What follows belongs to an exercise in optimizing a design on an open flow for small area, a short achievable clock period and few clock cycles per item; a production flow would make more cautious choices. Where RTL was checked, it was by simulation tests only, not by an equivalence proof against the original. No functional check of the RTL was part of run 4. No activity file was given, so power comes from the tool's default toggle rates.

<file path="design/flow/design.v">
module cmd_env_check (
    input  wire        clk,
    input  wire        rst,             
    input  wire        in_valid,
    output wire        in_ready,
    input  wire [31:0] in_data,
    input  wire        in_last,
    input  wire [31:0] conn_id,         
    input  wire [47:0] bus_counter,     
    output reg         res_valid,
    output reg  [2:0]  res_code,        
    output reg  [2:0]  res_cv,          
    output wire [15:0] res_epoch,       
    output wire        res_epoch_set    
);
    localparam [1023:0] C_STEP = {32'h40000000, 32'h20000000, 32'h10000000, 32'h88000000, 32'h84000000, 32'h82000000, 32'h81000000, 32'h00800000, 32'h80400000, 32'h80200000, 32'h00100000, 32'h80080000, 32'h80040000, 32'h80020000, 32'h00010000, 32'h00008000, 32'h00004000, 32'h80002000, 32'h80001000, 32'h00000800, 32'h80000400, 32'h80000200, 32'h80000100, 32'h80000080, 32'h00000040, 32'h80000020, 32'h00000010, 32'h00000008, 32'h00000004, 32'h00000002, 32'h00000001, 32'h80000000};
    localparam [31:0]   K_A    = 32'h3646F9E5;      
    localparam [31:0]   K_B    = 32'h2CADC2C5;      
    localparam [31:0]   K_C    = 32'h87974A2C;      
    localparam [31:0]   N_ONES = 32'h39C4E761;   
    function [31:0] mat;
        input [1023:0] m;
        input [31:0]   v;
        integer i;
        begin
            for (i = 0; i < 32; i = i + 1)
                mat[i] = ^(m[32*i +: 32] & v);
        end
    endfunction
    function [31:0] rev32;
        input [31:0] v;
        integer i;
        begin
            for (i = 0; i < 32; i = i + 1)
                rev32[i] = v[31 - i];
        end
    endfunction
    assign in_ready = 1'b1;
    wire take = in_valid;
    localparam [2:0] S_H1 = 3'd0, S_H2 = 3'd1, S_H3 = 3'd2, S_PAY = 3'd3,
                     S_PAIR = 3'd4, S_CV1 = 3'd5, S_CV2 = 3'd6, S_OVER = 3'd7;
    reg         nfirst;        
    reg  [2:0]  st;            
    reg  [13:0] rem;           
    wire at_h0   = nfirst;
    wire at_h1   = !nfirst && st == S_H1;
    wire at_h2   = !nfirst && st == S_H2;
    wire at_h3   = !nfirst && st == S_H3;
    wire at_pay  = !nfirst && st == S_PAY;
    wire at_pair = !nfirst && st == S_PAIR;
    wire at_cv1  = !nfirst && st == S_CV1;
    wire at_cv2  = !nfirst && st == S_CV2;
    always @(posedge clk) begin
        if (rst)
            nfirst <= 1'b1;
        else if (take)
            nfirst <= in_last;
    end
    always @(posedge clk) begin
        if (take) begin
            if (nfirst)
                st <= S_H1;
            else case (st)
                S_H1:   st <= S_H2;
                S_H2:   st <= S_H3;
                S_H3:   st <= (in_data[15:2] == 14'd0) ? S_PAIR : S_PAY;
                S_PAY:  st <= (rem == 14'd1) ? S_PAIR : S_PAY;
                S_PAIR: st <= S_CV1;
                S_CV1:  st <= S_CV2;
                default: st <= S_OVER;
            endcase
            if (at_h3)
                rem <= in_data[15:2];
            else if (at_pay)
                rem <= rem - 14'd1;
        end
    end
    wire [31:0] rcid  = rev32(conn_id);
    wire [31:0] in_bs = {in_data[7:0], in_data[15:8], in_data[23:16], in_data[31:24]};
    wire        cv_in = at_cv1 | at_cv2;
    wire [31:0] w_in  = cv_in ? in_data : (in_bs ^ {16'd0, nfirst ? rcid[31:16] : 16'd0});
    wire [31:0] want_in;
    wire [31:0] nx;
    wire [246:0] nxt;    
    assign nxt[0] = w_in[5] ^ w_in[12];
    assign nxt[1] = w_in[0] ^ w_in[6];
    assign nxt[2] = w_in[9] ^ w_in[30];
    assign nxt[3] = w_in[7] ^ w_in[10];
    assign nxt[4] = w_in[2] ^ w_in[3];
    assign nxt[5] = w_in[14] ^ w_in[21];
    assign nxt[6] = w_in[22] ^ nxt[0];
    assign nxt[7] = w_in[25] ^ nxt[2];
    assign nxt[8] = w_in[15] ^ w_in[17];
    assign nxt[9] = w_in[11] ^ w_in[29];
    assign nxt[10] = w_in[8] ^ nxt[1];
    assign nxt[11] = w_in[16] ^ nxt[4];
    assign nxt[12] = w_in[31] ^ nxt[3];
    assign nxt[13] = w_in[1] ^ w_in[23];
    assign nxt[14] = w_in[13] ^ w_in[19];
    assign nxt[15] = w_in[24] ^ w_in[26];
    assign nxt[16] = w_in[28] ^ nxt[5];
    assign nxt[17] = w_in[4] ^ w_in[11];
    assign nxt[18] = w_in[7] ^ w_in[20];
    assign nxt[19] = w_in[27] ^ w_in[30];
    assign nxt[20] = w_in[18] ^ nxt[8];
    assign nxt[21] = nxt[11] ^ nxt[12];
    assign nxt[22] = w_in[8] ^ w_in[20];
    assign nxt[23] = w_in[15] ^ w_in[31];
    assign nxt[24] = w_in[26] ^ w_in[29];
    assign nxt[25] = w_in[12] ^ nxt[9];
    assign nxt[26] = w_in[2] ^ nxt[16];
    assign nxt[27] = w_in[28] ^ nxt[6];
    assign nxt[28] = nxt[7] ^ nxt[10];
    assign nxt[29] = w_in[1] ^ w_in[4];
    assign nxt[30] = w_in[12] ^ w_in[17];
    assign nxt[31] = w_in[9] ^ nxt[22];
    assign nxt[32] = w_in[18] ^ nxt[14];
    assign nxt[33] = w_in[20] ^ nxt[17];
    assign nxt[34] = nxt[0] ^ nxt[9];
    assign nxt[35] = nxt[18] ^ nxt[23];
    assign nxt[36] = w_in[14] ^ nxt[20];
    assign nxt[37] = nxt[1] ^ nxt[7];
    assign nxt[38] = w_in[0] ^ w_in[5];
    assign nxt[39] = w_in[0] ^ w_in[7];
    assign nxt[40] = w_in[3] ^ w_in[10];
    assign nxt[41] = w_in[5] ^ w_in[18];
    assign nxt[42] = w_in[13] ^ w_in[21];
    assign nxt[43] = w_in[19] ^ w_in[23];
    assign nxt[44] = w_in[22] ^ w_in[25];
    assign nxt[45] = w_in[24] ^ w_in[25];
    assign nxt[46] = w_in[1] ^ nxt[5];
    assign nxt[47] = w_in[21] ^ nxt[2];
    assign nxt[48] = w_in[24] ^ nxt[13];
    assign nxt[49] = w_in[26] ^ nxt[1];
    assign nxt[50] = w_in[29] ^ nxt[15];
    assign nxt[51] = nxt[3] ^ nxt[8];
    assign nxt[52] = nxt[4] ^ nxt[19];
    assign nxt[53] = nxt[13] ^ nxt[24];
    assign nxt[54] = nxt[18] ^ nxt[24];
    assign nxt[55] = w_in[6] ^ nxt[31];
    assign nxt[56] = nxt[5] ^ nxt[6];
    assign nxt[57] = nxt[6] ^ nxt[29];
    assign nxt[58] = nxt[10] ^ nxt[17];
    assign nxt[59] = nxt[11] ^ nxt[30];
    assign nxt[60] = w_in[11] ^ want_in[0];
    assign nxt[61] = nxt[3] ^ nxt[15];
    assign nxt[62] = nxt[60] ^ nxt[20];
    assign nxt[63] = nxt[61] ^ nxt[27];
    assign nxt[64] = nxt[37] ^ nxt[62];
    assign nxt[65] = nxt[63] ^ nxt[64];
    assign nxt[66] = w_in[5] ^ w_in[7];
    assign nxt[67] = w_in[21] ^ want_in[1];
    assign nxt[68] = nxt[1] ^ nxt[19];
    assign nxt[69] = nxt[66] ^ nxt[67];
    assign nxt[70] = nxt[20] ^ nxt[53];
    assign nxt[71] = nxt[68] ^ nxt[69];
    assign nxt[72] = nxt[70] ^ nxt[71];
    assign nxt[73] = w_in[3] ^ want_in[2];
    assign nxt[74] = nxt[3] ^ nxt[73];
    assign nxt[75] = nxt[25] ^ nxt[32];
    assign nxt[76] = nxt[46] ^ nxt[74];
    assign nxt[77] = nxt[75] ^ nxt[76];
    assign nxt[78] = w_in[6] ^ w_in[8];
    assign nxt[79] = want_in[3] ^ nxt[0];
    assign nxt[80] = nxt[2] ^ nxt[29];
    assign nxt[81] = nxt[78] ^ nxt[79];
    assign nxt[82] = nxt[80] ^ nxt[21];
    assign nxt[83] = nxt[81] ^ nxt[82];
    assign nxt[84] = w_in[15] ^ w_in[23];
    assign nxt[85] = w_in[26] ^ want_in[4];
    assign nxt[86] = nxt[38] ^ nxt[84];
    assign nxt[87] = nxt[85] ^ nxt[16];
    assign nxt[88] = nxt[86] ^ nxt[21];
    assign nxt[89] = nxt[87] ^ nxt[88];
    assign nxt[90] = w_in[29] ^ want_in[5];
    assign nxt[91] = nxt[44] ^ nxt[90];
    assign nxt[92] = nxt[35] ^ nxt[52];
    assign nxt[93] = nxt[91] ^ nxt[92];
    assign nxt[94] = want_in[6] ^ nxt[14];
    assign nxt[95] = nxt[50] ^ nxt[94];
    assign nxt[96] = nxt[21] ^ nxt[37];
    assign nxt[97] = nxt[56] ^ nxt[95];
    assign nxt[98] = nxt[96] ^ nxt[97];
    assign nxt[99] = w_in[4] ^ want_in[7];
    assign nxt[100] = nxt[44] ^ nxt[99];
    assign nxt[101] = nxt[16] ^ nxt[32];
    assign nxt[102] = nxt[100] ^ nxt[59];
    assign nxt[103] = nxt[101] ^ nxt[102];
    assign nxt[104] = w_in[0] ^ w_in[2];
    assign nxt[105] = w_in[21] ^ w_in[27];
    assign nxt[106] = want_in[8] ^ nxt[15];
    assign nxt[107] = nxt[104] ^ nxt[105];
    assign nxt[108] = nxt[35] ^ nxt[106];
    assign nxt[109] = nxt[107] ^ nxt[57];
    assign nxt[110] = nxt[108] ^ nxt[109];
    assign nxt[111] = w_in[21] ^ want_in[9];
    assign nxt[112] = nxt[14] ^ nxt[45];
    assign nxt[113] = nxt[111] ^ nxt[12];
    assign nxt[114] = nxt[25] ^ nxt[112];
    assign nxt[115] = nxt[55] ^ nxt[113];
    assign nxt[116] = nxt[114] ^ nxt[115];
    assign nxt[117] = w_in[17] ^ w_in[31];
    assign nxt[118] = want_in[10] ^ nxt[41];
    assign nxt[119] = nxt[43] ^ nxt[117];
    assign nxt[120] = nxt[47] ^ nxt[54];
    assign nxt[121] = nxt[118] ^ nxt[119];
    assign nxt[122] = nxt[120] ^ nxt[121];
    assign nxt[123] = w_in[9] ^ w_in[16];
    assign nxt[124] = want_in[11] ^ nxt[39];
    assign nxt[125] = nxt[123] ^ nxt[46];
    assign nxt[126] = nxt[50] ^ nxt[124];
    assign nxt[127] = nxt[125] ^ nxt[126];
    assign nxt[128] = w_in[13] ^ want_in[12];
    assign nxt[129] = nxt[38] ^ nxt[45];
    assign nxt[130] = nxt[128] ^ nxt[11];
    assign nxt[131] = nxt[129] ^ nxt[36];
    assign nxt[132] = nxt[130] ^ nxt[131];
    assign nxt[133] = w_in[3] ^ w_in[24];
    assign nxt[134] = want_in[13] ^ nxt[43];
    assign nxt[135] = nxt[133] ^ nxt[6];
    assign nxt[136] = nxt[134] ^ nxt[28];
    assign nxt[137] = nxt[36] ^ nxt[135];
    assign nxt[138] = nxt[136] ^ nxt[137];
    assign nxt[139] = w_in[27] ^ want_in[14];
    assign nxt[140] = nxt[0] ^ nxt[139];
    assign nxt[141] = nxt[7] ^ nxt[33];
    assign nxt[142] = nxt[140] ^ nxt[21];
    assign nxt[143] = nxt[36] ^ nxt[141];
    assign nxt[144] = nxt[142] ^ nxt[143];
    assign nxt[145] = w_in[15] ^ w_in[25];
    assign nxt[146] = want_in[15] ^ nxt[42];
    assign nxt[147] = nxt[145] ^ nxt[12];
    assign nxt[148] = nxt[31] ^ nxt[146];
    assign nxt[149] = nxt[57] ^ nxt[147];
    assign nxt[150] = nxt[148] ^ nxt[149];
    assign nxt[151] = w_in[12] ^ w_in[21];
    assign nxt[152] = w_in[23] ^ want_in[16];
    assign nxt[153] = nxt[151] ^ nxt[152];
    assign nxt[154] = nxt[33] ^ nxt[51];
    assign nxt[155] = nxt[153] ^ nxt[28];
    assign nxt[156] = nxt[154] ^ nxt[155];
    assign nxt[157] = w_in[1] ^ w_in[19];
    assign nxt[158] = want_in[17] ^ nxt[15];
    assign nxt[159] = nxt[41] ^ nxt[157];
    assign nxt[160] = nxt[12] ^ nxt[52];
    assign nxt[161] = nxt[158] ^ nxt[159];
    assign nxt[162] = nxt[58] ^ nxt[160];
    assign nxt[163] = nxt[161] ^ nxt[162];
    assign nxt[164] = w_in[18] ^ w_in[22];
    assign nxt[165] = want_in[18] ^ nxt[164];
    assign nxt[166] = nxt[54] ^ nxt[165];
    assign nxt[167] = nxt[28] ^ nxt[59];
    assign nxt[168] = nxt[166] ^ nxt[167];
    assign nxt[169] = w_in[4] ^ w_in[28];
    assign nxt[170] = want_in[19] ^ nxt[14];
    assign nxt[171] = nxt[23] ^ nxt[40];
    assign nxt[172] = nxt[169] ^ nxt[10];
    assign nxt[173] = nxt[34] ^ nxt[47];
    assign nxt[174] = nxt[170] ^ nxt[171];
    assign nxt[175] = nxt[172] ^ nxt[173];
    assign nxt[176] = nxt[174] ^ nxt[175];
    assign nxt[177] = w_in[11] ^ w_in[13];
    assign nxt[178] = w_in[31] ^ want_in[20];
    assign nxt[179] = nxt[40] ^ nxt[177];
    assign nxt[180] = nxt[178] ^ nxt[49];
    assign nxt[181] = nxt[179] ^ nxt[27];
    assign nxt[182] = nxt[180] ^ nxt[181];
    assign nxt[183] = w_in[10] ^ w_in[23];
    assign nxt[184] = want_in[21] ^ nxt[15];
    assign nxt[185] = nxt[19] ^ nxt[183];
    assign nxt[186] = nxt[34] ^ nxt[184];
    assign nxt[187] = nxt[185] ^ nxt[26];
    assign nxt[188] = nxt[186] ^ nxt[187];
    assign nxt[189] = w_in[10] ^ w_in[27];
    assign nxt[190] = want_in[22] ^ nxt[4];
    assign nxt[191] = nxt[42] ^ nxt[189];
    assign nxt[192] = nxt[25] ^ nxt[48];
    assign nxt[193] = nxt[190] ^ nxt[191];
    assign nxt[194] = nxt[37] ^ nxt[192];
    assign nxt[195] = nxt[193] ^ nxt[194];
    assign nxt[196] = want_in[23] ^ nxt[13];
    assign nxt[197] = nxt[7] ^ nxt[34];
    assign nxt[198] = nxt[35] ^ nxt[196];
    assign nxt[199] = nxt[26] ^ nxt[197];
    assign nxt[200] = nxt[198] ^ nxt[199];
    assign nxt[201] = w_in[3] ^ w_in[13];
    assign nxt[202] = want_in[24] ^ nxt[5];
    assign nxt[203] = nxt[13] ^ nxt[30];
    assign nxt[204] = nxt[201] ^ nxt[33];
    assign nxt[205] = nxt[202] ^ nxt[203];
    assign nxt[206] = nxt[28] ^ nxt[204];
    assign nxt[207] = nxt[205] ^ nxt[206];
    assign nxt[208] = w_in[14] ^ w_in[27];
    assign nxt[209] = want_in[25] ^ nxt[208];
    assign nxt[210] = nxt[51] ^ nxt[53];
    assign nxt[211] = nxt[209] ^ nxt[27];
    assign nxt[212] = nxt[55] ^ nxt[210];
    assign nxt[213] = nxt[211] ^ nxt[212];
    assign nxt[214] = w_in[9] ^ w_in[23];
    assign nxt[215] = want_in[26] ^ nxt[214];
    assign nxt[216] = nxt[6] ^ nxt[10];
    assign nxt[217] = nxt[215] ^ nxt[21];
    assign nxt[218] = nxt[216] ^ nxt[217];
    assign nxt[219] = w_in[16] ^ w_in[30];
    assign nxt[220] = want_in[27] ^ nxt[9];
    assign nxt[221] = nxt[22] ^ nxt[219];
    assign nxt[222] = nxt[32] ^ nxt[48];
    assign nxt[223] = nxt[220] ^ nxt[221];
    assign nxt[224] = nxt[56] ^ nxt[222];
    assign nxt[225] = nxt[223] ^ nxt[224];
    assign nxt[226] = want_in[28] ^ nxt[2];
    assign nxt[227] = nxt[13] ^ nxt[226];
    assign nxt[228] = nxt[26] ^ nxt[58];
    assign nxt[229] = nxt[227] ^ nxt[228];
    assign nxt[230] = w_in[20] ^ w_in[30];
    assign nxt[231] = want_in[29] ^ nxt[3];
    assign nxt[232] = nxt[4] ^ nxt[230];
    assign nxt[233] = nxt[49] ^ nxt[231];
    assign nxt[234] = nxt[232] ^ nxt[27];
    assign nxt[235] = nxt[233] ^ nxt[234];
    assign nxt[236] = w_in[4] ^ w_in[5];
    assign nxt[237] = w_in[16] ^ want_in[30];
    assign nxt[238] = nxt[8] ^ nxt[236];
    assign nxt[239] = nxt[237] ^ nxt[7];
    assign nxt[240] = nxt[238] ^ nxt[26];
    assign nxt[241] = nxt[239] ^ nxt[240];
    assign nxt[242] = w_in[31] ^ want_in[31];
    assign nxt[243] = nxt[8] ^ nxt[19];
    assign nxt[244] = nxt[39] ^ nxt[242];
    assign nxt[245] = nxt[25] ^ nxt[243];
    assign nxt[246] = nxt[244] ^ nxt[245];
    assign nx[0] = nxt[65];
    assign nx[1] = nxt[72];
    assign nx[2] = nxt[77];
    assign nx[3] = nxt[83];
    assign nx[4] = nxt[89];
    assign nx[5] = nxt[93];
    assign nx[6] = nxt[98];
    assign nx[7] = nxt[103];
    assign nx[8] = nxt[110];
    assign nx[9] = nxt[116];
    assign nx[10] = nxt[122];
    assign nx[11] = nxt[127];
    assign nx[12] = nxt[132];
    assign nx[13] = nxt[138];
    assign nx[14] = nxt[144];
    assign nx[15] = nxt[150];
    assign nx[16] = nxt[156];
    assign nx[17] = nxt[163];
    assign nx[18] = nxt[168];
    assign nx[19] = nxt[176];
    assign nx[20] = nxt[182];
    assign nx[21] = nxt[188];
    assign nx[22] = nxt[195];
    assign nx[23] = nxt[200];
    assign nx[24] = nxt[207];
    assign nx[25] = nxt[213];
    assign nx[26] = nxt[218];
    assign nx[27] = nxt[225];
    assign nx[28] = nxt[229];
    assign nx[29] = nxt[235];
    assign nx[30] = nxt[241];
    assign nx[31] = nxt[246];
    reg [31:0] nx_q;
    reg [15:0] seed_lo;        
    reg        v_q, f_q, cov_q, c1_q, c2_q, l_q;
    always @(posedge clk) begin
        nx_q    <= nx;
        seed_lo <= rcid[15:0] ^ {bus_counter[39:32], bus_counter[47:40]};
        v_q     <= take & ~rst;
        f_q     <= nfirst;
        cov_q   <= nfirst | (st[2] == 1'b0);
        c1_q    <= at_cv1;
        c2_q    <= at_cv2;
        l_q     <= in_last;
    end
    wire [31:0] ntv;           
    wire [91:0] ntt;    
    assign ntt[0] = seed_lo[5] ^ seed_lo[7];
    assign ntt[1] = seed_lo[9] ^ seed_lo[15];
    assign ntt[2] = seed_lo[1] ^ seed_lo[14];
    assign ntt[3] = seed_lo[2] ^ seed_lo[11];
    assign ntt[4] = seed_lo[4] ^ seed_lo[6];
    assign ntt[5] = seed_lo[8] ^ seed_lo[10];
    assign ntt[6] = seed_lo[13] ^ ntt[1];
    assign ntt[7] = seed_lo[3] ^ seed_lo[5];
    assign ntt[8] = seed_lo[12] ^ seed_lo[14];
    assign ntt[9] = seed_lo[0] ^ ntt[3];
    assign ntt[10] = seed_lo[4] ^ ntt[0];
    assign ntt[11] = seed_lo[9] ^ ntt[2];
    assign ntt[12] = seed_lo[13] ^ ntt[2];
    assign ntt[13] = seed_lo[10] ^ seed_lo[15];
    assign ntt[14] = seed_lo[1] ^ ntt[0];
    assign ntt[15] = seed_lo[6] ^ ntt[6];
    assign ntt[16] = seed_lo[0] ^ seed_lo[5];
    assign ntt[17] = seed_lo[0] ^ seed_lo[14];
    assign ntt[18] = seed_lo[2] ^ seed_lo[13];
    assign ntt[19] = seed_lo[3] ^ seed_lo[8];
    assign ntt[20] = seed_lo[6] ^ seed_lo[12];
    assign ntt[21] = seed_lo[5] ^ ntt[4];
    assign ntt[22] = seed_lo[10] ^ ntt[3];
    assign ntt[23] = seed_lo[10] ^ ntt[4];
    assign ntt[24] = seed_lo[11] ^ ntt[7];
    assign ntt[25] = seed_lo[11] ^ ntt[12];
    assign ntt[26] = seed_lo[15] ^ ntt[14];
    assign ntt[27] = ntt[1] ^ ntt[9];
    assign ntt[28] = ntt[6] ^ ntt[10];
    assign ntt[29] = ntt[7] ^ ntt[15];
    assign ntt[30] = seed_lo[15] ^ ntt[25];
    assign ntt[31] = seed_lo[2] ^ ntt[5];
    assign ntt[32] = ntt[20] ^ ntt[11];
    assign ntt[33] = ntt[31] ^ ntt[32];
    assign ntt[34] = ntt[0] ^ ntt[12];
    assign ntt[35] = ntt[22] ^ ntt[34];
    assign ntt[36] = ntt[7] ^ ntt[18];
    assign ntt[37] = seed_lo[15] ^ ntt[17];
    assign ntt[38] = seed_lo[0] ^ seed_lo[12];
    assign ntt[39] = ntt[0] ^ ntt[13];
    assign ntt[40] = ntt[38] ^ ntt[39];
    assign ntt[41] = seed_lo[1] ^ seed_lo[9];
    assign ntt[42] = ntt[4] ^ ntt[41];
    assign ntt[43] = ntt[5] ^ ntt[17];
    assign ntt[44] = ntt[43] ^ ntt[29];
    assign ntt[45] = ntt[8] ^ ntt[9];
    assign ntt[46] = ntt[45] ^ ntt[29];
    assign ntt[47] = ntt[5] ^ ntt[12];
    assign ntt[48] = ntt[21] ^ ntt[47];
    assign ntt[49] = seed_lo[4] ^ seed_lo[8];
    assign ntt[50] = ntt[49] ^ ntt[11];
    assign ntt[51] = ntt[24] ^ ntt[50];
    assign ntt[52] = seed_lo[3] ^ ntt[10];
    assign ntt[53] = ntt[22] ^ ntt[52];
    assign ntt[54] = seed_lo[13] ^ ntt[5];
    assign ntt[55] = ntt[16] ^ ntt[54];
    assign ntt[56] = seed_lo[8] ^ seed_lo[14];
    assign ntt[57] = ntt[56] ^ ntt[6];
    assign ntt[58] = ntt[9] ^ ntt[57];
    assign ntt[59] = seed_lo[7] ^ ntt[3];
    assign ntt[60] = ntt[19] ^ ntt[59];
    assign ntt[61] = ntt[15] ^ ntt[60];
    assign ntt[62] = seed_lo[4] ^ ntt[2];
    assign ntt[63] = ntt[62] ^ ntt[27];
    assign ntt[64] = ntt[1] ^ ntt[21];
    assign ntt[65] = ntt[10] ^ ntt[11];
    assign ntt[66] = seed_lo[1] ^ seed_lo[3];
    assign ntt[67] = ntt[5] ^ ntt[18];
    assign ntt[68] = ntt[66] ^ ntt[67];
    assign ntt[69] = ntt[23] ^ ntt[27];
    assign ntt[70] = seed_lo[1] ^ seed_lo[12];
    assign ntt[71] = ntt[70] ^ ntt[24];
    assign ntt[72] = ntt[13] ^ ntt[20];
    assign ntt[73] = seed_lo[12] ^ ntt[5];
    assign ntt[74] = ntt[73] ^ ntt[26];
    assign ntt[75] = seed_lo[8] ^ ntt[1];
    assign ntt[76] = ntt[14] ^ ntt[75];
    assign ntt[77] = ntt[8] ^ ntt[28];
    assign ntt[78] = seed_lo[11] ^ ntt[28];
    assign ntt[79] = seed_lo[7] ^ ntt[4];
    assign ntt[80] = ntt[8] ^ ntt[13];
    assign ntt[81] = ntt[79] ^ ntt[80];
    assign ntt[82] = seed_lo[0] ^ seed_lo[6];
    assign ntt[83] = seed_lo[7] ^ ntt[82];
    assign ntt[84] = ntt[83] ^ ntt[25];
    assign ntt[85] = ntt[4] ^ ntt[19];
    assign ntt[86] = ntt[9] ^ ntt[85];
    assign ntt[87] = ntt[26] ^ ntt[86];
    assign ntt[88] = ntt[0] ^ ntt[8];
    assign ntt[89] = ntt[8] ^ ntt[23];
    assign ntt[90] = seed_lo[12] ^ ntt[16];
    assign ntt[91] = ntt[11] ^ ntt[90];
    assign ntv[0] = ntt[30];
    assign ntv[1] = ntt[33];
    assign ntv[2] = ntt[35];
    assign ntv[3] = ntt[36];
    assign ntv[4] = ntt[37];
    assign ntv[5] = ntt[40];
    assign ntv[6] = ntt[42];
    assign ntv[7] = ntt[44];
    assign ntv[8] = ntt[46];
    assign ntv[9] = ntt[48];
    assign ntv[10] = ntt[51];
    assign ntv[11] = ntt[53];
    assign ntv[12] = ntt[55];
    assign ntv[13] = ntt[58];
    assign ntv[14] = ntt[61];
    assign ntv[15] = ntt[63];
    assign ntv[16] = ntt[64];
    assign ntv[17] = ntt[65];
    assign ntv[18] = ntt[68];
    assign ntv[19] = ntt[69];
    assign ntv[20] = ntt[71];
    assign ntv[21] = ntt[72];
    assign ntv[22] = ntt[74];
    assign ntv[23] = ntt[76];
    assign ntv[24] = ntt[77];
    assign ntv[25] = ntt[78];
    assign ntv[26] = ntt[81];
    assign ntv[27] = ntt[84];
    assign ntv[28] = ntt[87];
    assign ntv[29] = ntt[88];
    assign ntv[30] = ntt[89];
    assign ntv[31] = ntt[91];
    reg  [31:0] f_a, g_b, g_c;
    wire [31:0] cf_a   = mat(C_STEP, f_a);
    wire [31:0] cg_b   = mat(C_STEP, g_b);
    wire [31:0] cg_c   = mat(C_STEP, g_c);
    reg         l1b, l2c;      
    wire [31:0] cg_sel = at_cv1 ? (l1b ? cg_b : 32'd0) : (l2c ? cg_c : cg_b);
    assign      want_in = cv_in ? (cf_a ^ cg_sel ^ N_ONES) : 32'd0;
    wire [31:0] f_next = nx_q ^ (f_q ? (ntv ^ K_A) : cf_a);
    wire        cv_ok  = (nx_q == 32'd0);
    reg         cv1_ok;
    always @(posedge clk) begin
        if (v_q && cov_q) begin
            f_a <= f_next;
            g_b <= f_q ? K_B : cg_b;
            g_c <= f_q ? K_C : cg_c;
        end
        if (v_q && c1_q)
            cv1_ok <= cv_ok;
    end
    reg [31:0] bc_lo;          
    reg [31:0] env_base;       
    reg        sub_q;          
    reg [15:0] ep_q;
    reg        s4_hi, s4_ok, kf_ok, pc_ok;
    wire [31:0] eb_sub = env_base - bc_lo;
    always @(posedge clk) begin
        if (nfirst)
            bc_lo <= bus_counter[31:0];
        sub_q <= take & at_h1;
        if (take & at_h0)
            env_base[31:16] <= in_data[15:0];
        else if (sub_q)
            env_base[31:16] <= eb_sub[31:16];
        if (take & at_h1)
            env_base[15:0] <= in_data[31:16];
        else if (sub_q)
            env_base[15:0] <= eb_sub[15:0];
        if (take) begin
            if (at_h1)
                s4_hi <= (in_data[15:0] == bc_lo[31:16]);
            if (at_h2) begin
                s4_ok <= s4_hi && (in_data[31:16] == bc_lo[15:0]);
                ep_q  <= in_data[15:0];
            end
            if (at_h3)
                kf_ok <= (in_data[31:16] == 16'h3000) && (in_data[1:0] == 2'b00);
            if (at_pair) begin
                l1b   <= (in_data[31:24] == 8'h06);
                l2c   <= (in_data[31:24] == 8'h05) || (in_data[31:24] == 8'h06);
                pc_ok <= ((in_data[31:24] == 8'h03) || (in_data[31:24] == 8'h05) ||
                          (in_data[31:24] == 8'h06)) && (in_data[23:0] == 24'd0);
            end
        end
    end
    reg [15:0] acc_ep;         
    reg        ep_set;
    reg [31:0] bc0, bc1;       
    reg        bsel;
    reg        base_set;
    reg [1:0]  cand_cnt;       
    wire [15:0] ep_diff = ep_q - acc_ep;
    reg         eq0, eq1, ep_eq, ep_newer;
    always @(posedge clk) begin
        eq0      <= (env_base == bc0);
        eq1      <= (env_base == bc1);
        ep_eq    <= ep_set && (ep_diff == 16'd0);
        ep_newer <= ep_set && (ep_diff != 16'd0) && !ep_diff[15];
    end
    wire base_eq = base_set && (bsel ? eq1 : eq0);
    wire cand_eq = bsel ? eq0 : eq1;
    wire done   = v_q & l_q;
    wire s2_ok  = c2_q && kf_ok && pc_ok;
    wire s5_ok  = !base_set || base_eq || ep_newer;
    wire s6_ok  = ep_eq || ep_newer;
    reg [2:0] code_r;
    always @* begin
        if (!s4_ok)      code_r = 3'd4;
        else if (!s5_ok) code_r = 3'd5;
        else if (!s6_ok) code_r = 3'd6;
        else             code_r = 3'd0;
    end
    wire cv2_ok = cv_ok;
    wire pre    = done & s2_ok & cv1_ok;    
    wire [2:0] code_ok  = !s2_ok ? 3'd2 : !cv1_ok ? 3'd3 : code_r;
    wire [2:0] code_bad = !s2_ok ? 3'd2 : 3'd3;
    wire [2:0] cvf_ok  = {1'b0, s2_ok & l1b & !cv1_ok, s2_ok & !l1b & !cv1_ok};
    wire [2:0] cvf_bad = {s2_ok & l2c & cv1_ok, s2_ok & !l2c & cv1_ok, 1'b0};
    wire r_code0 = code_r == 3'd0;
    wire r_code5 = code_r == 3'd5 && ep_eq;
    wire cand_go = cand_cnt != 2'd0 && cand_eq;
    wire u_ep    = pre & ((r_code0 & ep_newer) | (code_r == 3'd6 & !ep_set));
    wire u_base  = pre & r_code0 & (ep_newer | !base_set);
    wire u_adopt = pre & r_code5 & cand_go & cand_cnt == 2'd3;
    wire u_inc   = pre & r_code5 & cand_go & cand_cnt != 2'd3;
    wire u_cand  = pre & r_code5 & !cand_go;
    wire u_clr   = pre & (r_code0 | u_adopt);
    wire w_base = cv2_ok & u_base;
    wire w_cand = cv2_ok & u_cand;
    always @(posedge clk) begin
        if ((w_base & !bsel) | (w_cand & bsel))
            bc0 <= env_base;
        if ((w_base & bsel) | (w_cand & !bsel))
            bc1 <= env_base;
    end
    always @(posedge clk) begin
        if (rst) begin
            acc_ep   <= 16'd0;
            ep_set   <= 1'b0;
            base_set <= 1'b0;
            bsel     <= 1'b0;
            cand_cnt <= 2'd0;
        end else if (cv2_ok) begin
            if (u_ep) begin
                acc_ep <= ep_q;
                ep_set <= 1'b1;
            end
            if (u_base)
                base_set <= 1'b1;
            else if (u_adopt)
                bsel <= !bsel;
            if (u_cand)
                cand_cnt <= 2'd1;
            else if (u_inc)
                cand_cnt <= cand_cnt + 2'd1;
            else if (u_clr)
                cand_cnt <= 2'd0;
        end
    end
    always @(posedge clk) begin
        if (rst)
            res_valid <= 1'b0;
        else
            res_valid <= done;
        res_code <= cv2_ok ? code_ok : code_bad;    
        res_cv   <= cv2_ok ? cvf_ok : cvf_bad;
    end
    assign res_epoch     = acc_ep;
    assign res_epoch_set = ep_set;
endmodule
</file>
<file path="design/flow/flow/run.sh">
#!/bin/bash
# The standard layout, except that the ports are buffered with
# sky130_fd_sc_hd__buf_1 (the resizer sizes them up where timing needs it)
# instead of the delay buffer buffer_ports picks by default.
set -euo pipefail
export BUFFER_PORTS_ARGS="-buffer_cell sky130_fd_sc_hd__buf_1"
bash standard.sh > standard.log 2>&1
</file>
<file path="design/flow/standard.sh">
#!/bin/bash
# synth_recipe.tcl (not shown) runs the flow's synth.tcl, then flattens the netlist and writes it again
# the make line also repeats each setting of config.mk as NAME=value (left out here)
make -C /OpenROAD-flow-scripts/flow DESIGN_CONFIG=/design/flow/config.mk WORK_HOME=/design/flow/orfs CLKGATE_MAP_FILE= SYNTH_SCRIPT=/design/flow/synth_recipe.tcl "${@:-finish}"
</file>
<file path="design/flow/config.mk">
export PLATFORM = sky130hd
export DESIGN_NAME = cmd_env_check
export DESIGN_NICKNAME = cmd_env_check
export VERILOG_FILES = /design/flow/design.v
export SDC_FILE = /design/flow/constraint.sdc
export NUM_CORES = 4
export LEC_CHECK = 0
export ABC_CLOCK_PERIOD_IN_PS = 3000
export CAP_MARGIN = 20
export CORE_MARGIN = 2
export CORE_UTILIZATION = 40
export CTS_BUF_LIST = sky130_fd_sc_hd__clkbuf_4 sky130_fd_sc_hd__clkbuf_8
export PLACE_DENSITY = 0.6
export SETUP_SLACK_MARGIN = 5.0
export SLEW_MARGIN = 20
</file>
<file path="design/flow/constraint.sdc">
create_clock -name core_clock -period 8.0 [get_ports {clk}]
set_input_delay 1.6000 -clock core_clock [delete_from_list [all_inputs] [get_ports {clk}]]
set_output_delay 1.6000 -clock core_clock [all_outputs]
set_load 0.01 [all_outputs]
</file>
==> impl_metrics.tcl, run 1 <==
set metrics [dict create \
    hold_path.class "reg2reg" \
    finClkSkew_ns 0.06923 \
    yosys.area.top_type "edfxtp_1" \
    ctsRootBufferMaster "clkbuf_8" \
    cp-end-kind "register" \
    totalNegativeSetupSlack_ns 0 \
    stdcell_count 2945 \
    yosysTopAreaCellShare_pct 37.14 \
    min_path_cells 2 \
    routabilityCongestion 0.9013 \
    r2r_slack_ns 5.03 \
    grt_pass1_wl_um 93250 \
    fp.dieH_um 235.0 \
    cts_sinks 352 \
    ys_ff_latch 352 \
    ctsHoldBuffers 0 \
    layout_common_cells "xnor2_1 (357), edfxtp_1 (264), xor2_1 (216)" \
    hold_viol_final 0 \
    rows 84 \
    nNetsFinal 2373 \
    maxSlewViolCount 0 \
    register_area_um2 9694 \
    drtIter0Drc 1284 \
    path_cells "buf_1 -> nand2_2 -> xnor2_4 -> mux2i_4 -> xnor2_2 -> xnor2_4 -> xnor2_2 -> xor2_1 -> xnor3_1" \
    grt_use_total_pct 22.15 \
    via_per_inst 5.277 \
    async_reset_ff_share_pct 0 \
    synth_ff_type "edfxtp_1" \
    min_period_over_period_pct 37.27 \
    antenna_found_initial 1 \
    cts_max_level 2 \
    cp_slowest_cell "xnor3_1" \
    cp_max_fo 5 \
    status "timing/DRC/antenna clean" \
    gr-total-overflow 0 \
    holdPathEnd "acc_ep[5]" \
    synth-edff-count 264 \
    cts_max_path_buffers 3 \
    io_pins 141 \
    grt_pass1_vias 15060 \
    numCtsBuffers 61 \
    ys_seq_area_share_pct 45.39 \
    synth_nets 2176 \
    power_leakage_nw 9.054 \
    routedWlPerCell_um 21.46 \
    max_slew_margin_pct 32.69 \
    critical_path_class "in2reg" \
    ant_nets 0 \
    grt_max_degree 105 \
    cts_tree "built" \
    multi_input_area_um2 11820 \
    yosysWarnings 1 \
    crit_arrival_ns 3.51 \
    final_common_cell "xnor2_1" \
    setup_violations 0 \
    drcViolationCount 0 \
    drv_cap 0 \
    fillers 4812 \
    r2r_cells 9 \
    timing.rr.start "st[1]" \
    power_density_nw_per_um2 257.7 \
    synth_area_um2 21350 \
    syn_to_final_growth_pct 19.09 \
    grt_setup_unrepaired "yes" \
    num_vias 15540 \
    crit_required_ns 8.53 \
    cp-start-kind "primary input" \
    r2r_end "nx_q[25]" \
    fmax_mhz 335.4 \
    die_w_um 235.0 \
    wirelength_um 63190 \
    diodes 0 \
    hp-start "acc_ep[5]" \
    ir_drop_mv 0.1356 \
    portBuffers 139 \
    clock_latency_ns 0.71 \
    start_util_pct 40.54 \
    dp_hpwl_um 46520 \
    synth_area_per_cell_um2 10.63 \
    drive_gt1_share_pct 15.86 \
    tightestPinTransition_ns 1.010 \
    path_clk_slew_ns 0.06 \
    cpPeakStageDelay_ns 0.35 \
    dp_cells 2772 \
    syn-instance-count 2009 \
    coreArea_um2 52660 \
    finalCriticalPeriod_ns 2.981 \
    synth_area_leaders "edfxtp_1 (37%), xnor2_1 (16%), xor2_1 (9.2%)" \
    yosysUniqueCellTypes 70 \
    drt_first_pass_iters 5 \
    dieArea_um2 55230 \
]
==> worst max path at each step <==
stage | start | end | slack, ns
final | conn_id[10] | nx_q[13] | 5.02
after global routing | env_base[17] | env_base[31] | 4.88
after detailed placement | nfirst | nx_q[19] | 3.70
after floorplan | in_data[29] | nx_q[13] | 4.61
after CTS | conn_id[10] | nx_q[13] | 4.98
after global placement | nfirst | nx_q[19] | 3.69
==> through the flow <==
step                      power (mW)  cell area [um2]  hold WS [ns]  worst slack [ns]  util, %
after global routing           6.852            25420        0.4895             4.880    48.28
final                          6.550            25420        0.4714             5.019    48.28
after detailed placement       4.592            23010        0.4669             3.702    43.71
after global placement         4.578            23010        0.4599             3.694    43.71
after CTS                      6.490            24770        0.4735             4.979    47.03
after floorplan                4.076            22050        0.4425             4.612        -
==> cell type report <==
| type | count | share of cell area, % |
|---|---|---|
| Sequential cell | 352 | 38.13 |
| Clock buffer | 90 | 4.356 |
| Timing Repair Buffer | 229 | 5.483 |
| Clock inverter | 24 | 1.053 |
| Inverter | 74 | 1.107 |
| Tap cell | 688 | 3.386 |
| Multi-Input combinational cell | 1488 | 46.48 |
==> registers in the layout, indices dropped and copies added (netlist names), 3 cells and up <==
name      cells
bc0          32
bc1          32
bc_lo        32
env_base     32
f_a          32
g_b          32
g_c          32
nx_q         32
acc_ep       16
ep_q         16
seed_lo      16
rem          14
res_code      3
res_cv        3
st            3
==> cell families after synthesis <==
| logic type | after synthesis | synth area share, % |
|---|---|---|
| adders and majority gates | 51 | 3.024 |
| other | 1 | 0.01757 |
| DFF | 352 | 45.39 |
| AOI/OAI and AO/OA | 279 | 7.972 |
| buffers and inverters | 171 | 3.224 |
| xor gates and xnor gates | 630 | 26.63 |
| and+or+nand+nor | 480 | 11.06 |
| muxes | 45 | 2.684 |
==> routing by layer <==
metal | share of wire, % | vias to the layer above | global-route usage, %
li1 | - | 7314 | -
met1 | 46 | 7641 | 31.62
met2 | 45 | 491 | 34.03
met3 | 7.1 | 94 | 4.288
met4 | 2.5 | 2 | 6.559
met5 | 0.017 | - | 0
==> where the power goes <==
group          switching [mW]  internal [mW]  total [mW]
clock                   0.786           1.06        1.84
combinational            1.18           1.07        2.25
sequential              0.202           2.25        2.46
total                    2.17           4.38        6.55
==> what timing repair did <==
action                                  4_1_cts  5_1_grt
resized for setup                            52       54
buffers inserted                             16       38
cloned                                        2        3
pin swaps                                     6       15
endpoints found under the setup margin       61       56
==> cells in the mapped netlist (3+ instances only) <==
| library cell | number |
|---|---|
| a31oi_1 | 9 |
| a211oi_1 | 15 |
| nand3b_1 | 3 |
| nor4b_1 | 3 |
| o21bai_1 | 6 |
| inv_1 | 74 |
| nand2_1 | 135 |
| a22oi_1 | 16 |
| or3_1 | 12 |
| or2_2 | 19 |
| ha_1 | 50 |
| nor2_1 | 122 |
| buf_1 | 10 |
| xnor2_1 | 389 |
| nor3_1 | 20 |
| a221oi_1 | 3 |
| nor3b_1 | 4 |
| o31ai_1 | 7 |
| xor2_1 | 225 |
| nand2b_1 | 24 |
| o211ai_1 | 4 |
| xnor2_2 | 8 |
| a2111oi_0 | 3 |
| nand4_1 | 21 |
| nor4_1 | 39 |
| a21oi_1 | 99 |
| clkbuf_1 | 76 |
| xnor3_1 | 5 |
| nand3_1 | 17 |
| mux2i_4 | 9 |
| o22ai_1 | 20 |
| o21a_1 | 6 |
| and2_1 | 12 |
| nor2b_1 | 27 |
| and3_1 | 13 |
| o21ai_0 | 56 |
| buf_2 | 6 |
| dfxtp_1 | 88 |
| a21o_1 | 15 |
| mux2i_1 | 32 |
| edfxtp_1 | 264 |
==> critical path, delay by kind of cell <==
| family | cells | cell delay, ns |
|---|---|---|
| muxes | 1 | 0.24 |
| and+or+nand+nor | 1 | 0.13 |
| buffers and inverters | 1 | 0.11 |
| xor gates and xnor gates | 6 | 1.42 |
Testbench counts, summed over its fixed seeds: cycles 128,720, envelopes 3,200.
==> inputs of run 2 (changes only) <==
--- a/design/flow/config.mk
+++ b/design/flow/config.mk
@@ -7,3 +7,3 @@
 export LEC_CHECK = 0
-export ABC_CLOCK_PERIOD_IN_PS = 3000
+export ABC_CLOCK_PERIOD_IN_PS = 2200
 export CAP_MARGIN = 20
==> impl_metrics.tcl, run 2 <==
set metrics [dict create \
    status "timing/DRC/antenna clean" \
    path_clk_slew_ns 0.06 \
    cts_sinks 352 \
    ys_ff_latch 352 \
    synth_nets 2176 \
    switching_power_mw 2.172 \
    synth_ff_type "edfxtp_1" \
    totalNegativeSetupSlack_ns 0 \
    dp_hpwl_um 46520 \
    met2WireLength_um 28210 \
    min_path_cells 2 \
    synth_area_per_cell_um2 10.63 \
    r2r_slack_ns 5.03 \
    synth-xor-area-share_pct 26.63 \
    hold_viol_final 0 \
    critPathLaunch "conn_id[10]" \
    dp_cells 2772 \
    synth_area_leaders "edfxtp_1 (37%), xnor2_1 (16%), xor2_1 (9.2%)" \
    crit_required_ns 8.53 \
    synth_area_um2 21350 \
    crit_arrival_ns 3.51 \
    cp-start-kind "primary input" \
    portBuffers 139 \
    maxSlewViolCount 0 \
    synth_top_family_by_area "XOR/XNOR gates" \
    drv_cap 0 \
    internal-power_mw 4.378 \
    numCtsBuffers 61 \
    die_w_um 235.0 \
    fp.dieH_um 235.0 \
    min_period_over_period_pct 37.27 \
    grt_setup_unrepaired "yes" \
    power_leakage_nw 9.054 \
    grt_max_degree 105 \
    hold_path.class "reg2reg" \
    io_pins 141 \
    power_density_nw_per_um2 257.7 \
    syn-instance-count 2009 \
    final_common_cell "xnor2_1" \
    num_vias 15540 \
    total_power_mw 6.550 \
    synthTopCellsByCount "xnor2_1 (389), edfxtp_1 (264), xor2_1 (225)" \
    diodes 0 \
    async_reset_ff_share_pct 0 \
    dr_wl_met3_um 4456 \
    wirelength_um 63190 \
    dieArea_um2 55230 \
    synthSimpleGateAreaFrac_pct 11.06 \
    clock_latency_ns 0.71 \
    holdPathEnd "acc_ep[5]" \
    finClkSkew_ns 0.06923 \
    cp-end-kind "register" \
    routedLengthMet1_um 28920 \
    fmax_mhz 335.4 \
    cp_max_fo 5 \
    synth_fa_ha_area_share_pct 3.024 \
    hp-start "acc_ep[5]" \
    critical_path_class "in2reg" \
    p_seq_share_pct 37.5 \
    nNetsFinal 2373 \
    layout_common_cells "xnor2_1 (357), edfxtp_1 (264), xor2_1 (216)" \
    synth-compound-area-share_pct 7.971 \
    routabilityCongestion 0.9013 \
    ctsHoldBuffers 0 \
    drt_first_pass_iters 5 \
    finalCriticalPeriod_ns 2.981 \
    routedWlPerCell_um 21.46 \
    grt_pass1_vias 15060 \
    rows 84 \
    coreArea_um2 52660 \
    top_layer_used "met5" \
    setup_violations 0 \
    muxShareOfSynthArea_pct 2.684 \
    cts_max_level 2 \
    r2r_cells 9 \
    yosysUniqueCellTypes 70 \
    hold-worst-slack_ns 0.4714 \
    synth-edff-count 264 \
    clock_power_share_pct 28.2 \
    cts_max_path_buffers 3 \
    ys_seq_area_share_pct 45.39 \
    antenna_found_initial 1 \
    gr-total-overflow 0 \
    ant_nets 0 \
    drtIter0Drc 1284 \
    start_util_pct 40.54 \
    syn_to_final_growth_pct 19.09 \
    max_slew_margin_pct 32.69 \
    ctsRootBufferMaster "clkbuf_8" \
    tightestPinTransition_ns 1.010 \
    drcViolationCount 0 \
    stdcell_count 2945 \
    yosysWarnings 1 \
    via_per_inst 5.277 \
    drive_gt1_share_pct 15.86 \
    yosysTopAreaCellShare_pct 37.14 \
    p_comb_share_pct 34.4 \
    grt_use_total_pct 22.15 \
    ir_drop_mv 0.1356 \
    r2r_end "nx_q[25]" \
    yosys.area.top_type "edfxtp_1" \
    yosysMostFrequentCell "xnor2_1" \
    swShare_pct 33.16 \
    cts_tree "built" \
    grt_pass1_wl_um 93250 \
    timing.rr.start "st[1]" \
]
## run 2: cell counts in the layout (fill, tap and decap cells not counted)
No cell type changed its count.
## run 2: per-stage QoR
step | utilization [%] | setup WS, ns | cell area [um2]
final | 48.28 | 5.019 | 25420
after global placement | 43.71 | 3.694 | 23010
after CTS | 47.03 | 4.979 | 24770
after global routing | 48.28 | 4.880 | 25420
after floorplan | - | 4.612 | 22050
after detailed placement | 43.71 | 3.702 | 23010
## run 2: how the worst max path moves through the flow
stage                         endpoint  slack (ns)  depth (start not counted)
after floorplan               nx_q[13]        4.61                          8
after global placement        nx_q[19]        3.69                          9
after detailed placement      nx_q[19]        3.70                          9
after CTS                     nx_q[13]        4.98                          9
after global routing      env_base[31]        4.88                         10
final                         nx_q[13]        5.02                          9
## run 2: kinds of logic after synthesis
logic type	count (synthesis)
mux	45
simple gates	480
compound gates	279
buf+inv	171
flops	352
xor+xnor	630
fa+ha+maj	51
other cells	1
## run 2: worst max-delay path, cell delays in order
cell     delay, ns
buf_1         0.11
nand2_2       0.13
xnor2_4       0.18
mux2i_4       0.24
xnor2_2       0.15
xnor2_4       0.32
xnor2_2       0.17
xor2_1        0.25
xnor3_1       0.35
## run 2: area by class of cell
type / count / area (um2)
Fill cell: 4812 / 27230
Multi-Input combinational cell: 1488 / 11820
Sequential cell: 352 / 9694
Timing Repair Buffer: 229 / 1394
Clock buffer: 90 / 1107
Tap cell: 688 / 860.8
Inverter: 74 / 281.5
Clock inverter: 24 / 267.8
## run 2: power groups by stage
| stage | sequential [mW] | combinational [mW] | clock [mW] |
|---|---|---|---|
| floorplan | 2.40 | 1.68 | 0 |
| global placement | 2.49 | 2.09 | 0 |
| detailed placement | 2.49 | 2.10 | 0 |
| CTS | 2.46 | 2.16 | 1.88 |
| global route | 2.47 | 2.43 | 1.95 |
| finish | 2.46 | 2.25 | 1.84 |
## run 2: routing by layer
layer	track usage, %	up-vias
met5	0	-
met4	6.559	2
met2	34.03	491
met1	31.62	7641
met3	4.288	94
li1	-	7314
## run 2: what timing repair did
action	CTS	global route
setup buffers	16	38
endpoints found under the hold margin	0	0
gates resized for setup	52	54
setup endpoints to repair	61	56
cloned	2	3
pin swaps	6	15
==> inputs of run 3 (changes only) <==
--- a/design/flow/config.mk
+++ b/design/flow/config.mk
@@ -7,3 +7,3 @@
 export LEC_CHECK = 0
-export ABC_CLOCK_PERIOD_IN_PS = 2200
+export ABC_CLOCK_PERIOD_IN_PS = 3000
 export CAP_MARGIN = 20
@@ -11,3 +11,5 @@
 export CORE_UTILIZATION = 40
-export CTS_BUF_LIST = sky130_fd_sc_hd__clkbuf_4 sky130_fd_sc_hd__clkbuf_8
+export CTS_BUF_LIST = sky130_fd_sc_hd__clkbuf_16
+export CTS_CLUSTER_DIAMETER = 150
+export CTS_CLUSTER_SIZE = 30
 export PLACE_DENSITY = 0.6
==> impl_metrics.tcl, run 3 <==
set metrics [dict create \
    synth_area_um2 21350 \
    dp_hpwl_um 46520 \
    setup_violations 0 \
    cp-start-kind "primary input" \
    gr-total-overflow 0 \
    via_per_inst 5.331 \
    clock_latency_ns 0.55 \
    power_density_nw_per_um2 231.2 \
    layout_common_cells "xnor2_1 (353), edfxtp_1 (264), xor2_1 (212)" \
    path_cells "buf_1 -> buf_4 -> xor2_1 -> nor2_1 -> a21oi_1 -> xnor2_1 -> xnor2_1 -> xnor2_1 -> xnor2_1" \
    start_util_pct 40.54 \
    drv_cap 0 \
    async_reset_ff_share_pct 0 \
    syn_to_final_growth_pct 15.57 \
    routabilityCongestion 0.9013 \
    dpl-instance-area_um2 23010 \
    critical_path_class "in2reg" \
    synth_area_leaders "edfxtp_1 (37%), xnor2_1 (16%), xor2_1 (9.2%)" \
    tightestPinTransition_ns 1.012 \
    synth_nets 2176 \
    cts_tree "built" \
    ys_seq_area_share_pct 45.39 \
    grt_use_total_pct 21.95 \
    die_w_um 235.0 \
    holdPathEnd "acc_ep[11]" \
    power_leakage_nw 8.677 \
    antenna_found_initial 1 \
    ir_drop_mv 0.1719 \
    diodes 0 \
    coreArea_um2 52660 \
    yosysTopAreaCellShare_pct 37.14 \
    ctsRootBufferMaster "clkbuf_16" \
    routedWlPerCell_um 21.72 \
    finClkSkew_ns 0.03907 \
    ant_nets 0 \
    nNetsFinal 2343 \
    synth_ff_type "edfxtp_1" \
    cts_max_path_buffers 3 \
    min_period_over_period_pct 38.43 \
    crit_arrival_ns 3.49 \
    finalCriticalPeriod_ns 3.074 \
    grt_max_degree 105 \
    wirelength_um 62390 \
    crit_path_frequent_cell "xnor2_1" \
    timing.rr.start "st[0]" \
    max_slew_margin_pct 32.55 \
    numCtsBuffers 15 \
    grt_setup_unrepaired "yes" \
    drtIter0Drc 1306 \
    yosysMostFrequentCell "xnor2_1" \
    syn-instance-count 2009 \
    rows 84 \
    crit_required_ns 8.42 \
    min_path_cells 2 \
    worst-path-buf-inv 2 \
    fmax_mhz 325.3 \
    cp-end-kind "register" \
    postLayoutCellArea_um2 24670 \
    hold_viol_final 0 \
    cts_sinks 352 \
    portBuffers 139 \
    synthTopCellsByCount "xnor2_1 (389), edfxtp_1 (264), xor2_1 (225)" \
    cts_max_level 1 \
    drive_gt1_share_pct 13.82 \
    dieArea_um2 55230 \
    yosysUniqueCellTypes 70 \
    hp-start "acc_ep[11]" \
    grt_pass1_wl_um 92580 \
    totalNegativeSetupSlack_ns 0 \
    cp_slowest_cell "a21oi_1" \
    synth-edff-count 264 \
    io_pins 141 \
    maxSlewViolCount 0 \
    r2r_slack_ns 5.06 \
    ctsHoldBuffers 0 \
    critPathTopFamily "XOR/XNOR gates" \
    grt_pass1_vias 14690 \
    yosysWarnings 1 \
    synth_area_per_cell_um2 10.63 \
    ys_ff_latch 352 \
    path_clk_slew_ns 0.12 \
    hold_path.class "reg2reg" \
    r2r_end "nx_q[19]" \
    cpPeakStageDelay_ns 0.58 \
    drcViolationCount 0 \
    r2r_cells 9 \
    num_vias 15320 \
    cp_max_fo 6 \
    status "timing/DRC/antenna clean" \
    final_common_cell "xnor2_1" \
    drt_first_pass_iters 7 \
    yosys.area.top_type "edfxtp_1" \
    fp.dieH_um 235.0 \
]
==> run 3: cell counts after synthesis <==
No cell type changed its count.
==> run 3: area by class of cell <==
class                      instances  area [um2]
fill                            4852       27990
multi-input combinational       1488       11930
sequential                       352        9694
timing repair buffer             245        1481
tap                              688       860.8
clock buffer                      15       375.4
inverter                          74       281.5
clock inverter                    11       50.05
==> run 3: how the worst max path moves through the flow <==
| stage | start | to | cells past startpoint |
|---|---|---|---|
| 3_3_place_gp | nfirst | nx_q[19] | 9 |
| 4_1_cts | in_data[21] | nx_q[19] | 8 |
| 6_report | in_data[18] | nx_q[20] | 9 |
| 2_1_floorplan | in_data[29] | nx_q[13] | 8 |
| 5_1_grt | env_base[18] | env_base[27] | 10 |
| 3_5_place_dp | nfirst | nx_q[19] | 9 |
==> run 3: layer usage <==
metal	track usage, %	wire length, um
met4	5.984	1615
met2	34.05	27910
met5	0	11
met1	31.65	28580
met3	3.677	4269
==> run 3: repair_timing <==
action | CTS | global route
endpoints found under the hold margin | 0 | 0
gates cloned | 3 | 0
pin swaps | 15 | 21
setup endpoints to repair | 84 | 60
resized for setup | 80 | 56
buffers inserted | 37 | 35
==> run 3: kinds of logic (layout without fill, tap and decap cells) <==
| logic type | count (synthesis) | after routing | synth area share, % |
|---|---|---|---|
| other | 1 | 1 | 0.01757 |
| AOI/OAI and AO/OA | 279 | 279 | 7.972 |
| buffers and inverters | 171 | 345 | 3.224 |
| muxes | 45 | 45 | 2.684 |
| DFF | 352 | 352 | 45.39 |
| xor gates and xnor gates | 630 | 630 | 26.63 |
| and+or+nand+nor | 480 | 482 | 11.06 |
| adders and majority gates | 51 | 51 | 3.024 |
==> run 3: power breakdown <==
part | switching [mW] | internal [mW] | leakage (nW) | total [mW]
Sequential | 0.201 | 2.25 | 3.15 | 2.45
Combinational | 1.20 | 1.10 | 5.28 | 2.31
Clock | 0.591 | 0.354 | 0.240 | 0.945
==> run 3: tightest hold or removal path: stages, from the launching register on <==
cell	delay, ns
dfxtp_1	0.34
nand2_1	0.06
a21oi_1	0.05
==> run 3: per-stage QoR <==
step / power, mW / hold slack [ns] / utilization, % / setup slack, ns / instances
final: 5.703 / 0.4815 / 46.85 / 4.926 / 2873
after global routing: 5.977 / 0.4991 / 46.85 / 4.852 / 2873
after CTS: 5.624 / 0.4828 / 45.85 / 4.939 / 2838
after detailed placement: 4.592 / 0.4669 / 43.71 / 3.702 / 2772
after global placement: 4.578 / 0.4599 / 43.71 / 3.694 / 2772
after floorplan: 4.076 / 0.4425 / - / 4.612 / 2009
==> inputs of run 4 (changes only) <==
--- a/design/flow/design.v
+++ b/design/flow/design.v
@@ -521,25 +521,24 @@
     end
-    reg [31:0] bc_lo;          
-    reg [31:0] env_base;       
-    reg        sub_q;          
+    reg [31:0] env_base;
+    reg [15:0] hold16;
     reg [15:0] ep_q;
     reg        s4_hi, s4_ok, kf_ok, pc_ok;
-    wire [31:0] eb_sub = env_base - bc_lo;
+    wire [16:0] eb_lo  = {1'b0, in_data[31:16]} - {1'b0, env_base[15:0]};
+    wire [15:0] eb_hi0 = hold16 - env_base[31:16];
+    wire [15:0] eb_hi1 = eb_hi0 - 16'd1;
+    wire [31:0] eb_sub = {eb_lo[16] ? eb_hi1 : eb_hi0, eb_lo[15:0]};
     always @(posedge clk) begin
         if (nfirst)
-            bc_lo <= bus_counter[31:0];
-        sub_q <= take & at_h1;
+            env_base <= bus_counter[31:0];
+        else if (take & at_h1)
+            env_base <= eb_sub;
         if (take & at_h0)
-            env_base[31:16] <= in_data[15:0];
-        else if (sub_q)
-            env_base[31:16] <= eb_sub[31:16];
-        if (take & at_h1)
-            env_base[15:0] <= in_data[31:16];
-        else if (sub_q)
-            env_base[15:0] <= eb_sub[15:0];
+            hold16 <= in_data[15:0];
+        else if (take & at_h1)
+            hold16 <= env_base[15:0];
         if (take) begin
             if (at_h1)
-                s4_hi <= (in_data[15:0] == bc_lo[31:16]);
+                s4_hi <= (in_data[15:0] == env_base[31:16]);
             if (at_h2) begin
-                s4_ok <= s4_hi && (in_data[31:16] == bc_lo[15:0]);
+                s4_ok <= s4_hi && (in_data[31:16] == hold16);
                 ep_q  <= in_data[15:0];
--- a/design/flow/config.mk
+++ b/design/flow/config.mk
@@ -11,5 +11,3 @@
 export CORE_UTILIZATION = 40
-export CTS_BUF_LIST = sky130_fd_sc_hd__clkbuf_16
-export CTS_CLUSTER_DIAMETER = 150
-export CTS_CLUSTER_SIZE = 30
+export CTS_BUF_LIST = sky130_fd_sc_hd__clkbuf_4 sky130_fd_sc_hd__clkbuf_8
 export PLACE_DENSITY = 0.6
==> impl_metrics.tcl, run 4 <==
set metrics [dict create \
    portBuffers 139 \
    yosys.area.top_type "edfxtp_1" \
    p_comb_share_pct 38.2 \
    swShare_pct 34.95 \
    fp.dieH_um 233.2 \
    rows 83 \
    drt_first_pass_iters 7 \
    critical_path_class "in2reg" \
    yosysUniqueCellTypes 75 \
    setup_violations 0 \
    start_util_pct 40.71 \
    min_period_over_period_pct 48.48 \
    crit_required_ns 8.41 \
    tightestPinTransition_ns 1.030 \
    via_per_inst 5.323 \
    coreArea_um2 51610 \
    synth-edff-count 248 \
    gr-total-overflow 0 \
    grt_use_total_pct 23.57 \
    layout_common_cells "xnor2_1 (355), edfxtp_1 (248), xor2_1 (244)" \
    finalCriticalPeriod_ns 3.879 \
    power_leakage_nw 9.112 \
    hold_viol_final 0 \
    ir_drop_mv 0.1557 \
    drtIter0Drc 1447 \
    drive_gt1_share_pct 18.46 \
    status "timing/DRC/antenna clean" \
    dp_hpwl_um 46210 \
    synth_nets 2193 \
    hold-worst-slack_ns 0.4917 \
    numCtsBuffers 59 \
    num_vias 15740 \
    grt_pass1_vias 15520 \
    drcViolationCount 0 \
    fmax_mhz 257.8 \
    async_reset_ff_share_pct 0 \
    cp_max_fo 11 \
    max_slew_margin_pct 31.33 \
    path_clk_slew_ns 0.06 \
    dieArea_um2 54380 \
    hp-start "l_q" \
    yosysWarnings 1 \
    cp-start-kind "primary input" \
    critPathLaunch "in_data[25]" \
    cts_max_path_buffers 3 \
    fillers 4646 \
    hold_path.class "reg2reg" \
    cts_tree "built" \
    synth_ff_type "edfxtp_1" \
    routabilityCongestion 0.9253 \
    ctsRootBufferMaster "clkbuf_8" \
    finClkSkew_ns 0.02904 \
    antenna_found_initial 3 \
    r2r_slack_ns 4.30 \
    yosysMostFrequentCell "xnor2_1" \
    ant_nets 0 \
    cp-end-kind "register" \
    cts_max_level 2 \
    synth_area_per_cell_um2 10.38 \
    maxSlewViolCount 0 \
    clock_latency_ns 0.67 \
    routedWlPerCell_um 21.68 \
    crit_arrival_ns 4.29 \
    yosysTopAreaCellShare_pct 35.44 \
    grt_max_degree 102 \
    synthTopCellsByCount "xnor2_1 (382), xor2_1 (267), edfxtp_1 (248)" \
    syn_to_final_growth_pct 21.44 \
    cts_sinks 335 \
    syn-instance-count 2024 \
    grt_pass1_wl_um 96190 \
    p_seq_share_pct 35.1 \
    clock_power_share_pct 26.7 \
    grt_setup_unrepaired "yes" \
    ys_ff_latch 335 \
    io_pins 141 \
    synth_area_leaders "edfxtp_1 (35%), xnor2_1 (16%), xor2_1 (11%)" \
    final_common_cell "xnor2_1" \
    internal-power_mw 4.460 \
    nNetsFinal 2395 \
    die_w_um 233.2 \
    ys_seq_area_share_pct 43.73 \
    power_density_nw_per_um2 268.7 \
    switching_power_mw 2.397 \
    synth_area_um2 21010 \
    timing.rr.start "env_base[18]" \
    totalNegativeSetupSlack_ns 0 \
    drv_cap 0 \
    wirelength_um 64110 \
]
## run 4: area by class of cell
cell class              count  area (um2)  area share (%)
repair buffers            242        1536           6.022
inverters                  68       270.3           1.059
well taps                 680       850.8           3.334
diodes                      2       5.005         0.01961
clock inverters            31       352.8           1.383
clock buffers              79       993.5           3.893
multi-input cells        1520       12310           48.25
flip-flops and latches    335        9196           36.04
## run 4: what timing repair did
action                                  4_1_cts  5_1_grt
cloned                                        2        1
resized for setup                           108       73
endpoints found under the setup margin       76      101
pin swaps                                    26       32
hold buffers                                  0        0
setup buffers                                34       36
## run 4: logic make-up after synthesis
kind of cell	synth area share, %
adder cells (fa/ha/maj)	3.228
multiplexers	3.097
other	0.01785
XOR/XNOR	27.39
buffers and inverters	3.198
flip-flops	43.73
AND/OR/NAND/NOR	11.17
AO/OA/AOI/OAI	8.164
## run 4: final timing paths
check | endpoint | cells past startpoint
worst max-delay path | env_base[25] | 12
worst min-delay path | res_valid | 2
worst max register to register | env_base[30] | 10
worst min register to register | res_valid | 2
## run 4: routing by layer
layer / vias up / track usage [%] / share of wire (%)
met4: 0 / 6.728 / 2.5
met2: 603 / 36.53 / 45
li1: 7313 / - / -
met5: - / 0 / 0
met1: 7715 / 33.45 / 44
met3: 109 / 4.431 / 8.0
## run 4: metrics by stage
step                      total power [mW]  instance area, um2  setup WS (ns)  std cells  util (%)
after floorplan                      4.176               21650          3.624       2024         -
after global placement               4.745               22660          3.009       2772     43.91
after detailed placement             4.767               22660          2.957       2772     43.91
after CTS                            6.754               24830          4.166       2918     48.11
after global routing                 7.189               25510          4.106       2956     49.43
final                                6.857               25520          4.121       2957     49.44
## run 4: critical path, stage by stage
cell and delay [ns]:
buf_6 0.13, ha_4 0.27, a21o_1 0.19, a21o_1 0.19, a21oi_2 0.16, o21ai_2 0.08, a221o_4 0.39, or4_4 0.58
buf_4 0.17, nor4_4 0.14, xnor2_1 0.10, mux2_2 0.26
## run 4: power groups by stage
stage | logic [mW] | registers [mW] | clock network [mW]
3_3_place_gp | 2.30 | 2.44 | 0
6_report | 2.62 | 2.41 | 1.83
3_5_place_dp | 2.32 | 2.44 | 0
2_1_floorplan | 1.85 | 2.32 | 0
5_1_grt | 2.82 | 2.43 | 1.94
4_1_cts | 2.48 | 2.41 | 1.87

[afterwards: timing with drivers on the ports]
The results above use ideal ports. As a check the final layouts listed here were re-extracted and re-timed, cells and wires unchanged. Step 1 assumes that a clkbuf_16 drives the clock port and a buf_2 every other input. Step 2 adds t to the input delays and takes it off the output delays; t is the mean of the earliest and latest rising clock arrival at the registers after step 1. Input paths then give back, and output paths get back, about the clock's delay inside the block. Three values: no drivers, after step 1, after step 2; two values: the first two.
run | t, ns | slack for setup (ns) | hold slack, ns | clock arrival spread, ns
run 1 | 0.728 | 5.019 / 5.035 / 4.322 | 0.471 / 0.471 / 0.471 | 0.069 / 0.069
run 2 | 0.728 | 5.019 / 5.035 / 4.322 | 0.471 / 0.471 / 0.471 | 0.069 / 0.069
run 3 | 0.593 | 4.926 / 4.956 / 4.363 | 0.481 / 0.481 / 0.481 | 0.040 / 0.040
run 4 | 0.714 | 4.121 / 4.127 / 3.414 | 0.492 / 0.492 / 0.492 | 0.030 / 0.029
After both steps setup and hold are still met in every run listed. The setup slack of run 4, which loses most, moves by +0.006 ns with the drivers and by -0.707 ns with both steps.
